This design comes from an exercise in tuning for small area, a short achievable clock period and few clock cycles per item on the open sky130 flow, not from production work.
Power is estimated from default activity; no workload was simulated.

## v6
==> flow/design.v <==
module dedup_sort (
    input  wire        clk,
    input  wire        rst,           
    input  wire        in_valid,
    output wire        in_ready,
    input  wire [39:0] in_id,
    input  wire        in_skip,
    input  wire        in_last,
    output wire        out_valid,
    input  wire        out_ready,
    output wire        out_type,      
    output wire [39:0] out_id,
    output wire [4:0]  out_count,
    output wire [3:0]  out_inv,
    output wire        out_skip,
    output wire        out_last
);
    localparam integer N = 16;
    integer i;
    reg [39:0] nids [0:N-1];    
    reg        sk   [0:N-1];    
    reg        fo   [0:N-1];    
    reg [3:0]  rk   [0:N-1];    
    reg        rdy;
    reg        s1_v;
    reg [39:0] s1_id;
    reg        s1_skip;
    reg        s1_last;
    reg [3:0]  s1_idx;
    reg [4:0]  acnt;        
    reg        lock;        
    reg [4:0]  ucnt;        
    wire fire  = in_valid && rdy;
    wire alast = in_last || (acnt == 5'd15);
    function [1:0] cmp40;
        input [39:0] na;
        input [39:0] b;
        reg   [63:0] g, p;
        reg          anyg;
        integer k, w;
        begin
            anyg = |(na & b);
            for (k = 0; k < 64; k = k + 1) begin
                if (k < 40) begin
                    g[k] = na[k] && b[k];
                    p[k] = na[k] || b[k];
                end else begin
                    g[k] = 1'b0;
                    p[k] = 1'b1;
                end
            end
            for (w = 32; w >= 1; w = w / 2)
                for (k = 0; k < w; k = k + 1) begin
                    g[k] = g[2*k+1] || (p[2*k+1] && g[2*k]);
                    p[k] = p[2*k+1] && p[2*k];
                end
            cmp40 = {g[0], p[0] && !anyg};
        end
    endfunction
    function [4:0] pc16;
        input [15:0] v;
        reg   [1:0] s2 [0:7];
        reg   [2:0] s4 [0:3];
        reg   [3:0] s8 [0:1];
        integer k;
        begin
            for (k = 0; k < 8; k = k + 1) s2[k] = {1'b0, v[2*k]} + {1'b0, v[2*k+1]};
            for (k = 0; k < 4; k = k + 1) s4[k] = {1'b0, s2[2*k]} + {1'b0, s2[2*k+1]};
            for (k = 0; k < 2; k = k + 1) s8[k] = {1'b0, s4[2*k]} + {1'b0, s4[2*k+1]};
            pc16 = {1'b0, s8[0]} + {1'b0, s8[1]};
        end
    endfunction
    reg [15:0] lt, eq, evm, ltc;
    reg        dup;
    reg [4:0]  pos;
    reg        uniq;
    wire       s2_first = (s1_idx == 4'd0);
    always @(*) begin
        for (i = 0; i < N; i = i + 1) begin
            evm[i] = (i < s1_idx);             
            {lt[i], eq[i]} = cmp40(nids[i], s1_id);
            ltc[i] = evm[i] && fo[i] && lt[i];
        end
        dup = 1'b0;
        for (i = 0; i < N; i = i + 1)
            if (evm[i] && fo[i] && eq[i]) dup = 1'b1;
        pos  = pc16(ltc);
        uniq = !s1_skip && !dup;
    end
    wire       s2_done  = s1_v && s1_last;         
    wire [4:0] s2_ucnt  = (s2_first ? 5'd0 : ucnt) + {4'd0, uniq};
    reg        pw;
    reg [3:0]  pj;
    reg [3:0]  pq;
    reg [3:0]  rke [0:N-1];
    reg        rinc;
    always @(*)
        for (i = 0; i < N; i = i + 1)
            rke[i] = (pw && pj == i) ? pq : rk[i];
    always @(posedge clk) begin
        if (s1_v) begin
            for (i = 0; i < N; i = i + 1) begin
                if (i == s1_idx) begin
                    nids[i] <= ~s1_id;
                    sk[i]  <= s1_skip;
                    fo[i]  <= uniq;
                end
            end
        end
        for (i = 0; i < N; i = i + 1) begin
            rinc = s1_v && uniq && evm[i] && !lt[i];
            if ((pw && pj == i) || rinc) rk[i] <= rke[i] + {3'd0, rinc};
        end
        pj <= s1_idx;
        pq <= pos[3:0];
    end
    always @(posedge clk) begin
        if (rst) pw <= 1'b0;
        else     pw <= s1_v;
    end
    always @(posedge clk) begin
        s1_id   <= in_id;
        s1_skip <= in_skip;
        s1_last <= alast;
        s1_idx  <= acnt[3:0];
        if (s1_v) ucnt <= s2_ucnt;
    end
    localparam [1:0] O_NONE = 2'd0;
    localparam [1:0] O_UNIQ = 2'd1;
    localparam [1:0] O_INV  = 2'd2;
    reg [1:0]  ost;
    reg [3:0]  rr;          
    reg [4:0]  kf;          
    reg [4:0]  on;          
    reg        bpend;       
    reg [4:0]  bn;          
    reg [4:0]  bu;          
    reg        ov;
    reg        o_type;
    reg [39:0] o_id;
    reg [4:0]  o_count;
    reg [3:0]  o_inv;
    reg        o_skip;
    reg        o_last;
    assign in_ready  = rdy;
    assign out_valid = ov;
    assign out_type  = o_type;
    assign out_id    = o_id;
    assign out_count = o_count;
    assign out_inv   = o_inv;
    assign out_skip  = o_skip;
    assign out_last  = o_last;
    wire can = !ov || out_ready;
    reg [39:0] u_nid;
    reg [15:0] u_hit;
    reg [15:0] evr;             
    always @(*) begin
        for (i = 0; i < N; i = i + 1)
            evr[i] = (ost == O_NONE) ? (i < s1_idx) : (i < on);
        u_nid = 40'd0;
        for (i = 0; i < N; i = i + 1) begin
            u_hit[i] = evr[i] && rke[i] == rr && !sk[i];
            if (evr[i] && rke[i] == rr && fo[i]) u_nid = u_nid | nids[i];
        end
    end
    wire [4:0]  u_cnt = pc16(u_hit);
    wire [39:0] u_id  = ~u_nid;
    wire       bypass   = (ost == O_NONE);
    wire       p_zero   = !(|ltc);                             
    wire       b_low    = uniq && p_zero;                      
    wire       b_same   = !s1_skip && !uniq && p_zero;         
    wire [39:0] f_id    = (bypass && b_low) ? s1_id : u_id;
    wire [4:0] f_cnt    = (bypass && b_low) ? 5'd1 :
                          (bypass && b_same) ? u_cnt + 5'd1 : u_cnt;
    wire       s2_any   = !s1_skip || (!s2_first && ucnt != 5'd0);
    wire       klast    = (kf == on - 5'd1);
    wire       ulast    = bypass ? (s2_ucnt == 5'd1) : ({1'b0, rr} == bu - 5'd1);
    wire       nb_ok    = bpend || s2_done;
    wire [4:0] nb_n     = bpend ? bn : {1'b0, s1_idx} + 5'd1;
    wire       nb_any   = bpend ? (bu != 5'd0) : s2_any;
    reg        sv_live;
    reg [3:0]  sv_rk;
    reg        sv_sk;
    localparam integer NS = 21;
    wire [NS-1:0] nsv [0:3];
    genvar g;
    generate
        for (g = 0; g < 4; g = g + 1) begin : g_ns
            localparam F = (g >= 2);
            localparam C = (g % 2 == 1);
            reg       fu, fi, ue, ie, st;
            reg [1:0] o;
            reg [4:0] k, a;
            reg       l, bp, sl, v, rd;
            reg [3:0] r;
            always @(*) begin
                fu = C && ((ost == O_UNIQ) || (bypass && s2_done && s2_any));
                fi = C && (ost == O_INV);
                ue = fu && ulast;
                ie = fi && klast;
                st = ((ost == O_NONE) || ie) && nb_ok;
                o = ost;
                k = fi ? kf + 5'd1 : kf;
                l = lock;
                a = acnt;
                if (F) begin
                    a = acnt + 5'd1;
                    if (alast) l = 1'b1;
                end
                if (ue) begin
                    o = O_INV;
                    k = 5'd0;
                    l = 1'b0;
                    a = 5'd0;
                end else if (st) begin
                    if (nb_any) begin
                        o = O_UNIQ;
                    end else begin
                        o = O_INV;
                        k = 5'd0;
                        l = 1'b0;
                        a = 5'd0;
                    end
                end else if (ie) begin
                    o = O_NONE;
                end
                r  = ue ? 4'd0 : fu ? rr + 4'd1 : rr;
                bp = st ? 1'b0 : (s2_done ? 1'b1 : bpend);
                sl = (s1_v && (ost == O_INV) && (s1_idx == kf[3:0]) && !fi) ? 1'b1 :
                     (fi ? 1'b0 : sv_live);
                v  = fu || fi || (ov && !C);
                rd = !l && (o != O_INV || a <= k);
            end
            assign nsv[g] = {rd, a, l, o, k, r, bp, sl, v};
        end
    endgenerate
    wire [NS-1:0] ns00 = nsv[0];
    wire [NS-1:0] ns01 = nsv[1];
    wire [NS-1:0] ns10 = nsv[2];
    wire [NS-1:0] ns11 = nsv[3];
    wire [NS-1:0] ns_f = out_ready ? ns11 : ns10;    
    wire [NS-1:0] ns_n = out_ready ? ns01 : ns00;
    wire [NS-1:0] ns_c = ov ? ns_f : ns11;
    wire [NS-1:0] ns_d = ov ? ns_n : ns01;
    wire [NS-1:0] ns   = (in_valid && rdy) ? ns_c : ns_d;
    wire       fetch_u  = can && ((ost == O_UNIQ) || (bypass && s2_done && s2_any));
    wire       fetch_i  = can && (ost == O_INV);
    wire       i_end    = fetch_i && klast;
    wire       start    = ((ost == O_NONE) || i_end) && nb_ok;
    always @(posedge clk) begin
        if (rst) begin
            rdy     <= 1'b1;
            s1_v    <= 1'b0;
            acnt    <= 5'd0;
            lock    <= 1'b0;
            ost     <= O_NONE;
            kf      <= 5'd0;
            rr      <= 4'd0;
            bpend   <= 1'b0;
            sv_live <= 1'b0;
            ov      <= 1'b0;
        end else begin
            s1_v  <= fire;
            {rdy, acnt, lock, ost, kf, rr, bpend, sv_live, ov} <= ns;
        end
    end
    always @(posedge clk) begin
        if (s1_v) begin
            sv_rk <= rk[s1_idx];
            sv_sk <= sk[s1_idx];
        end
        if (s2_done) begin
            bn <= {1'b0, s1_idx} + 5'd1;
            bu <= s2_ucnt;
        end
        if (start) on <= nb_n;
        if (fetch_u) begin
            o_type  <= 1'b0;
            o_id    <= f_id;
            o_count <= f_cnt;
            o_last  <= 1'b0;
        end else if (fetch_i) begin
            o_type  <= 1'b1;
            o_inv   <= sv_live ? sv_rk : rk[kf[3:0]];
            o_skip  <= sv_live ? sv_sk : sk[kf[3:0]];
            o_last  <= i_end;
        end
    end
endmodule
export LEC_CHECK = 0
export CAP_MARGIN = 20
export CORE_MARGIN = 2
export CORE_UTILIZATION = 40
export SETUP_SLACK_MARGIN = 1.0
export SLEW_MARGIN = 20
create_clock -name core_clock -period 30.0 [get_ports {clk}]
standard.sh (not shown) runs the stock make flow with config.mk's settings and CLKGATE_MAP_FILE= SYNTH_SCRIPT=/design/flow/synth_recipe.tcl, a recipe that flattens the netlist after the stock synthesis.
==> flow/flow/run.sh <==
#!/bin/bash
# Standard layout, with timing repair asked to aim for a shorter period than
# the clock's (the SDC is unchanged): repair_timing keeps working until each
# path has SETUP_SLACK_MARGIN ns of slack at the design's period. Ports are
# buffered with buf_2 instead of the delay cell buffer_ports picks by default.
set -euo pipefail
bash standard.sh SETUP_SLACK_MARGIN=23 \
  "BUFFER_PORTS_ARGS=-buffer_cell sky130_fd_sc_hd__buf_2" \
  finish > run_standard.log 2>&1
Setup changes, v6 to v7
==> flow/flow/run.sh <==
#!/bin/bash
# Standard layout, with timing repair asked to aim for a shorter period than
# the clock's (the SDC is unchanged): repair_timing keeps working until each
# path has SETUP_SLACK_MARGIN ns of slack at the design's period. Ports are
# buffered with buf_2 instead of the delay cell buffer_ports picks by default,
# and the clock tree uses larger sink clusters and no dummy loads.
set -euo pipefail
bash standard.sh SETUP_SLACK_MARGIN=23 \
  "BUFFER_PORTS_ARGS=-buffer_cell sky130_fd_sc_hd__buf_2" \
  "CTS_ARGS=-sink_clustering_enable -repair_clock_nets -sink_clustering_size 30 -sink_clustering_max_diameter 100 -dont_use_dummy_load" \
  finish > run_standard.log 2>&1
### Flow results
Re maximum ir drop on the vdd rail: v6 and v7 aren't equal, and the lower value belongs to v7. Delta (v7 minus v6): multi-input combinational area share up 1.8 points; minimum period implied by the final worst setup slack down 0.029 ns. Going from v6 to v7, average vias per placed instance rose about 0.9%; final cell count fell about 2.3%; post-synthesis cell count about even. The worst-case reg-to-reg path depth number comes out lower for v6 vs v7. In v7, the core utilization came out 1.9 points below the value in v6.
No run of this note included a check of the RTL's function; only the layout flow was run.

## what the ideal ports hide
No port has a modelled driver above. Below, the same layouts with a new extraction and two added sets of constraints.
Step 1 sets driving cells, clkbuf_16 on the clock port and buf_2 on the other inputs (assumed; they add their load-dependent delay and slew).
Step 2 moves the port delays by t, midway between the first and last clock arrival at a register: inputs arrive t later, outputs are due t later. That takes back most of the time a late clock gives input paths.
a / b / c = ideal ports / drivers / drivers and shift; a / b = the first two.
run	shift t [ns]	setup slack, ns	worst setup path after step 2	slew at the worst register clock pin (ns)
v6	0.829	22.662 / 22.586 / 22.294	input to register	0.07 / 0.07
v7	0.748	22.692 / 22.616 / 22.334	input to register	0.12 / 0.12
After both steps every run listed still meets setup and hold. For v6, which loses most, drivers alone change the setup slack by -0.076 ns; drivers and shift together by -0.368 ns.
